This design comes from an exercise in tuning for small area, a short achievable clock period and few clock cycles on the open sky130 flow, not from production work.
Where RTL was checked, it was by simulation tests only, not by an equivalence proof against the original.

==> run G: inputs <==
Design island_engine, start of the top module:
module island_engine (
    input  wire         clk,
    input  wire         rst,
    input  wire         start_valid,
    output wire         start_ready,
    input  wire [63:0]  node_valid,
    input  wire [63:0]  node_lit,
    input  wire [7:0]   min_lit,
    input  wire [6:0]   lit_min,
    input  wire [7:0]   persist,
    input  wire         rebase,
    input  wire         br_valid,
    output wire         br_ready,
    input  wire [5:0]   br_a,
    input  wire [5:0]   br_b,
    input  wire         br_conn,
    input  wire         br_last,
    output reg          done,
    output reg  [6:0]   count,
    output reg  [6:0]   nlit,
    output reg  [6:0]   nvalid,
    output reg  [15:0]  open_br,
    output reg          eval_valid,
    output reg  [1:0]   kind,
    output reg          island_local,
    output reg  [6:0]   base,
    output reg  [6:0]   ref_count,
    output wire [383:0] root,
    output wire [63:0]  counted
);
export LEC_CHECK = 0
export CAP_MARGIN = 20
export CORE_MARGIN = 2
export CORE_UTILIZATION = 30
export SLEW_MARGIN = 20
create_clock -name core_clock -period 10.0 [get_ports {clk}]
run.sh (not shown) runs the stock make flow with config.mk's settings and CLKGATE_MAP_FILE= SYNTH_SCRIPT=/design/flow/synth_recipe.tcl, a recipe that flattens the netlist after the stock synthesis.
==> run M: changes against run G <==
--- a/flow/design.v
+++ b/flow/design.v
@@ -27,18 +27,20 @@
     output reg  [6:0]   ref_count,
     output wire [383:0] root,
     output wire [63:0]  counted
 );
     localparam S_IDLE = 3'd0;    
     localparam S_BR   = 3'd1;    
-    localparam S_CNT  = 3'd2;    
-    localparam S_TAIL = 3'd3;    
-    localparam S_POST = 3'd4;    
+    localparam S_BULK = 3'd2;    
+    localparam S_CNT  = 3'd3;    
+    localparam S_WAIT = 3'd4;    
+    localparam S_POST = 3'd5;    
     reg [2:0] state;
     reg       init;              
     reg [5:0]  lab [0:63];
+    reg [63:0] t;
     reg [63:0] v;
     reg [63:0] l;
     reg [7:0]  min_lit_q;
     reg [6:0]  lit_min_q;
     reg [7:0]  persist_q;
     reg        a_full;
@@ -48,20 +50,21 @@
     reg        r_full, r_first, r_used, r_conn, r_last;
     reg [5:0]  r_a, r_b, r_la, r_lb;
     reg        w_join, w_last;
     reg [5:0]  hi_w, lo_w;
     reg        x_join;
     reg [5:0]  hi_x, lo_x;
-    localparam T_NONE = 2'd0, T_V = 2'd1, T_L = 2'd2, T_C = 2'd3;
+    localparam T_NONE = 3'd0, T_V = 3'd1, T_L = 3'd2, T_C = 3'd3, T_S = 3'd4;
     reg [3:0]  grp [0:7];
-    reg [1:0]  g_tag;
+    reg [2:0]  g_tag;
     reg [5:0]  g_r;
     reg [6:0]  cnt;
-    reg [1:0]  c_tag;
+    reg [2:0]  c_tag;
     reg [5:0]  c_r;
-    reg [2:0]  ph;               
+    reg [3:0]  ph;               
+    reg [8:0]  acc;              
     reg        pend_rebase;
     reg [7:0]  up;
     reg [7:0]  down;
     assign start_ready = (state == S_IDLE);
     assign br_ready    = !a_full || (state == S_BR && !got_last);
     assign counted     = l;
@@ -83,66 +86,56 @@
     wire       bw = w_join && (bx ? (lo_x == hi_w) : (ub == hi_w));
     wire [5:0] la = aw ? lo_w : ua1;
     wire [5:0] lb = bw ? lo_w : ub1;
     wire       la_gt = (la > lb);
     wire [5:0] hi_u = la_gt ? la : lb;
     wire [5:0] lo_u = la_gt ? lb : la;
-    wire       join_u = r_full && r_used && r_conn;
+    wire       join_u = r_full && r_used && r_conn && (la != lb);
     reg [63:0] eq;
     always @* begin
         for (i = 0; i < 64; i = i + 1)
             eq[i] = (lab[i] == hi_w);
     end
-    wire        cnt_go = (state == S_CNT) && (v != 64'd0);
-    wire [63:0] v_left = v & ~eq;
+    wire        in_cnt = (state == S_CNT);
+    wire [63:0] v_left = in_cnt ? (v & ~eq) : (v & t);
     reg  [5:0]  first_left;
     always @* begin
         first_left = 6'd0;
         for (i = 63; i >= 0; i = i - 1)
             if (v_left[i]) first_left = i[5:0];
     end
-    reg  [5:0]  first_v;
-    always @* begin
-        first_v = 6'd0;
-        for (i = 63; i >= 0; i = i - 1)
-            if (v[i]) first_v = i[5:0];
-    end
-    wire [63:0] pc_in = (ph == 3'd0) ? v : (ph == 3'd1) ? l : (l & eq);
+    wire        min1 = (min_lit_q == 8'd1);
+    wire [63:0] pc_in = (ph == 4'd0) ? v :
+                        l & ({64{ph == 4'd1}} | ({64{state == S_BULK}} & ~t) | ({64{in_cnt}} & eq));
     reg  [3:0]  grp_c [0:7];
     always @* begin
         for (i = 0; i < 8; i = i + 1) begin
             grp_c[i] = 4'd0;
             for (k = 0; k < 8; k = k + 1)
                 grp_c[i] = grp_c[i] + {3'd0, pc_in[8*i + k]};
         end
     end
     wire [6:0] grp_sum = ({3'd0, grp[0]} + {3'd0, grp[1]}) + ({3'd0, grp[2]} + {3'd0, grp[3]})
-                       + ({3'd0, grp[4]} + {3'd0, grp[5]}) + ({3'd0, grp[6]} + {3'd0, grp[7]});
+                   + ({3'd0, grp[4]} + {3'd0, grp[5]}) + ({3'd0, grp[6]} + {3'd0, grp[7]});
     wire ge = ({1'b0, cnt} >= min_lit_q);
-    wire [13:0] lit_pct   = nlit * 7'd100;
-    wire [13:0] valid_pct = lit_min_q * nvalid;
-    wire        ev_c      = (nvalid != 7'd0) && (lit_pct >= valid_pct);
-    reg [7:0] up_n, down_n;
-    reg [6:0] ref_n;
-    reg [1:0] kind_n;
-    always @* begin
-        up_n   = (count > ref_count) ? up + 8'd1 : 8'd0;
-        down_n = (count < ref_count) ? down + 8'd1 : 8'd0;
-        ref_n  = ref_count;
-        kind_n = 2'd0;
-        if (up_n >= persist_q) begin
-            ref_n  = count;
-            up_n   = 8'd0;
-            kind_n = 2'd1;
-        end
-        if (down_n >= persist_q) begin
-            ref_n  = count;
-            down_n = 8'd0;
-            kind_n = 2'd2;
-        end
-    end
+    wire [2:0]  step = ph[2:0] - 3'd4;
+    wire [6:0]  c100 = 7'd100;
+    wire [9:0]  t_l = c100[step] ? {3'd0, nlit} : 10'd0;
+    wire [9:0]  t_v = lit_min_q[step] ? {3'd0, nvalid} : 10'd0;
+    wire [9:0]  acc_s = {acc[8], acc} + t_l - t_v;     
+    wire        ev_step = (ph >= 4'd4) && (ph <= 4'd10);
+    wire        ev_ready = (ph == 4'd11);
+    wire       gt   = (count > ref_count);
+    wire       lt   = (count < ref_count);
+    wire       p0   = (persist_q == 8'd0);
+    wire       upc  = ({1'b0, up} + 9'd1 >= {1'b0, persist_q});
+    wire       dnc  = ({1'b0, down} + 9'd1 >= {1'b0, persist_q});
+    wire       upf  = gt ? upc : p0;
+    wire       dnf  = lt ? dnc : p0;
+    wire       cgtb = (count > base);
+    wire       rgtb = (ref_count > base);
     always @(posedge clk) begin
         done <= 1'b0;
         init <= 1'b0;
         if (br_valid && br_ready) begin
             a_full <= 1'b1;
             a_a    <= br_a;
@@ -170,36 +163,42 @@
         if (r_full && r_used && !r_conn)
             open_br <= open_br + 16'd1;
         x_join <= w_join;
         hi_x   <= hi_w;
         lo_x   <= lo_w;
         for (k = 0; k < 64; k = k + 1) begin
-            if (init)
+            if (init) begin
                 lab[k] <= k[5:0];
-            else if (w_join && eq[k])
-                lab[k] <= lo_w;
+                t[k]   <= 1'b0;
+            end else if (w_join && (eq[k] || lo_w == k[5:0])) begin
+                if (eq[k]) lab[k] <= lo_w;
+                t[k] <= 1'b1;
+            end
         end
         for (i = 0; i < 8; i = i + 1)
             grp[i] <= grp_c[i];
         g_tag <= T_NONE;
-        if (state == S_BR || state == S_CNT) begin
-            if (ph == 3'd0) g_tag <= T_V;
-            if (ph == 3'd1) g_tag <= T_L;
-        end
-        if (cnt_go) g_tag <= T_C;
+        if (state == S_BR || state == S_BULK || state == S_CNT) begin
+            if (ph == 4'd0) g_tag <= T_V;
+            if (ph == 4'd1) g_tag <= T_L;
+        end
         g_r   <= hi_w;
         cnt   <= grp_sum;
         c_tag <= g_tag;
         c_r   <= g_r;
         if (c_tag == T_V) nvalid <= cnt;
         if (c_tag == T_L) nlit   <= cnt;
+        if (c_tag == T_S && min1) count <= cnt;
         if (c_tag == T_C && ge) count <= count + 7'd1;
-        eval_valid <= ev_c;
-        if (ph != 3'd7) ph <= ph + 3'd1;
+        if (ph != 4'd15 && state != S_IDLE) ph <= ph + 4'd1;
+        if (ev_step) acc <= acc_s[9:1];
+        if (ev_ready) eval_valid <= (nvalid != 7'd0) && !acc[8];
         for (k = 0; k < 64; k = k + 1) begin
-            if (cnt_go && eq[k])
+            if (state == S_BULK && !t[k] && !min1)
+                l[k] <= 1'b0;
+            else if (in_cnt && eq[k])
                 l[k] <= 1'b0;
             else if (c_tag == T_C && c_r == k[5:0])
                 l[k] <= ge;
         end
         case (state)
             S_IDLE: begin
@@ -211,34 +210,38 @@
                     persist_q   <= persist;
                     pend_rebase <= pend_rebase | rebase;
                     open_br     <= 16'd0;
                     count       <= 7'd0;
                     got_last    <= 1'b0;
                     init        <= 1'b1;
-                    ph          <= 3'd0;
+                    ph          <= 4'd0;
+                    acc         <= 9'd0;
                     state       <= S_BR;
                 end
             end
             S_BR: begin
-                if (w_last) begin
-                    hi_w  <= first_v;
-                    state <= S_CNT;
+                if (w_last)
+                    state <= S_BULK;
+            end
+            S_BULK: begin
+                if (ph >= 4'd2) begin
+                    g_tag <= T_S;
+                    v     <= v_left;
+                    hi_w  <= first_left;
+                    state <= (v_left == 64'd0) ? S_WAIT : S_CNT;
                 end
             end
             S_CNT: begin
-                if (cnt_go) begin
-                    v    <= v_left;
-                    hi_w <= first_left;
-                    if (v_left == 64'd0)
-                        state <= S_TAIL;
-                end else begin
-                    state <= S_TAIL;
-                end
-            end
-            S_TAIL: begin
-                if (g_tag == T_NONE && c_tag != T_C && ph == 3'd7)
+                g_tag <= T_C;
+                v     <= v_left;
+                hi_w  <= first_left;
+                if (v_left == 64'd0)
+                    state <= S_WAIT;
+            end
+            S_WAIT: begin
+                if (g_tag == T_NONE && ph >= 4'd12)
                     state <= S_POST;
             end
             S_POST: begin
                 if (eval_valid) begin
                     if (pend_rebase) begin
                         pend_rebase  <= 1'b0;
@@ -246,17 +249,18 @@
                         ref_count    <= count;
                         up           <= 8'd0;
                         down         <= 8'd0;
                         island_local <= 1'b0;
                         kind         <= 2'd3;
                     end else begin
-                        up           <= up_n;
-                        down         <= down_n;
-                        ref_count    <= ref_n;
-                        kind         <= kind_n;
-                        island_local <= (ref_n > base);
+                        up           <= upf ? 8'd0 : gt ? up + 8'd1 : 8'd0;
+                        down         <= dnf ? 8'd0 : lt ? down + 8'd1 : 8'd0;
+                        if (upf || dnf)
+                            ref_count <= count;
+                        kind         <= dnf ? 2'd2 : upf ? 2'd1 : 2'd0;
+                        island_local <= (upf || dnf) ? cgtb : rgtb;
                     end
                 end else begin
                     kind <= 2'd0;
                 end
                 done  <= 1'b1;
                 state <= S_IDLE;
--- a/flow/config.mk
+++ b/flow/config.mk
@@ -4,8 +4,9 @@
 export VERILOG_FILES = /design/flow/design.v
 export SDC_FILE = /design/flow/constraint.sdc
 export NUM_CORES = 4
 export LEC_CHECK = 0
 export CAP_MARGIN = 20
 export CORE_MARGIN = 2
-export CORE_UTILIZATION = 30
+export CORE_UTILIZATION = 55
+export SETUP_SLACK_MARGIN = 5
 export SLEW_MARGIN = 20
==> notes <==
Run M failed in 5_1_grt. Run G ran to the end with no violations. Synthesized cell count: run M is larger than run G (about 7%). Of run G and run M, run M has the higher synthesized area (gap 4.4%, measured against run M).
==> figures <==
| item | run M | run G |
|---|---|---|
| XOR/XNOR share of the synthesized area | 8.33% | 9.08% |
| Simple-Gate Fraction of Synth Area | 19.3% | 18.2% |
| CTS buffer count | 86 | 90 |
| Effective utilization at floorplan | 55.3% | 30.1% |
| Yosys reg bits | 812 | 736 |
| Share of synthesized cell area in full adder, half adder and majority cells | 5.16% | 7.65% |
| Weighted congestion reported at the end of routability-driven placement | 1.41 | 1.14 |
| Post-synthesis instance area | 47,800 sq um | 45,700 sq um |
| Net count after synthesis | 6,038 | 5,740 |
| Synth unique cells | 86 | 77 |
| Outcome | aborted with a tool error | timing/DRC/antenna clean |
| Stage where the flow stopped | 5_1_grt | - |
| Share of Yosys cell area claimed by the top area cell type | 29.0% | 27.1% |
Testbench counts of run M, summed over its fixed seeds: cycles 19,605.
The RTL of run G was laid out without a check of its function.

afterwards: timing with drivers on the ports:
In the flow no input, the clock included, has a driving cell. The finished layout below was timed again as built, in two steps.
Step 1 sets driving cells, clkbuf_16 on the clock port and buf_2 on the other inputs (assumed; they add their load-dependent delay and slew).
Step 2 times the ports against the registers' clock, not the clock port: input delays grow and output delays shrink by t, the midpoint of the rising clock arrivals with the driver on.
Slacks: ideal / step 1 / step 2; pairs: ideal / step 1.
run: run G
t, ns: 0.813
setup slack, ns: 3.295 / 3.295 / 3.295
worst hold slack (ns): 0.348 / 0.348 / 0.348
clock arrival spread, ns: 0.046 / 0.046
worst data-port slew with drivers (ns): 0.12
After both steps run G still meets setup and hold. For run G, drivers alone change the setup slack by 0.000 ns; drivers and shift together by 0.000 ns.
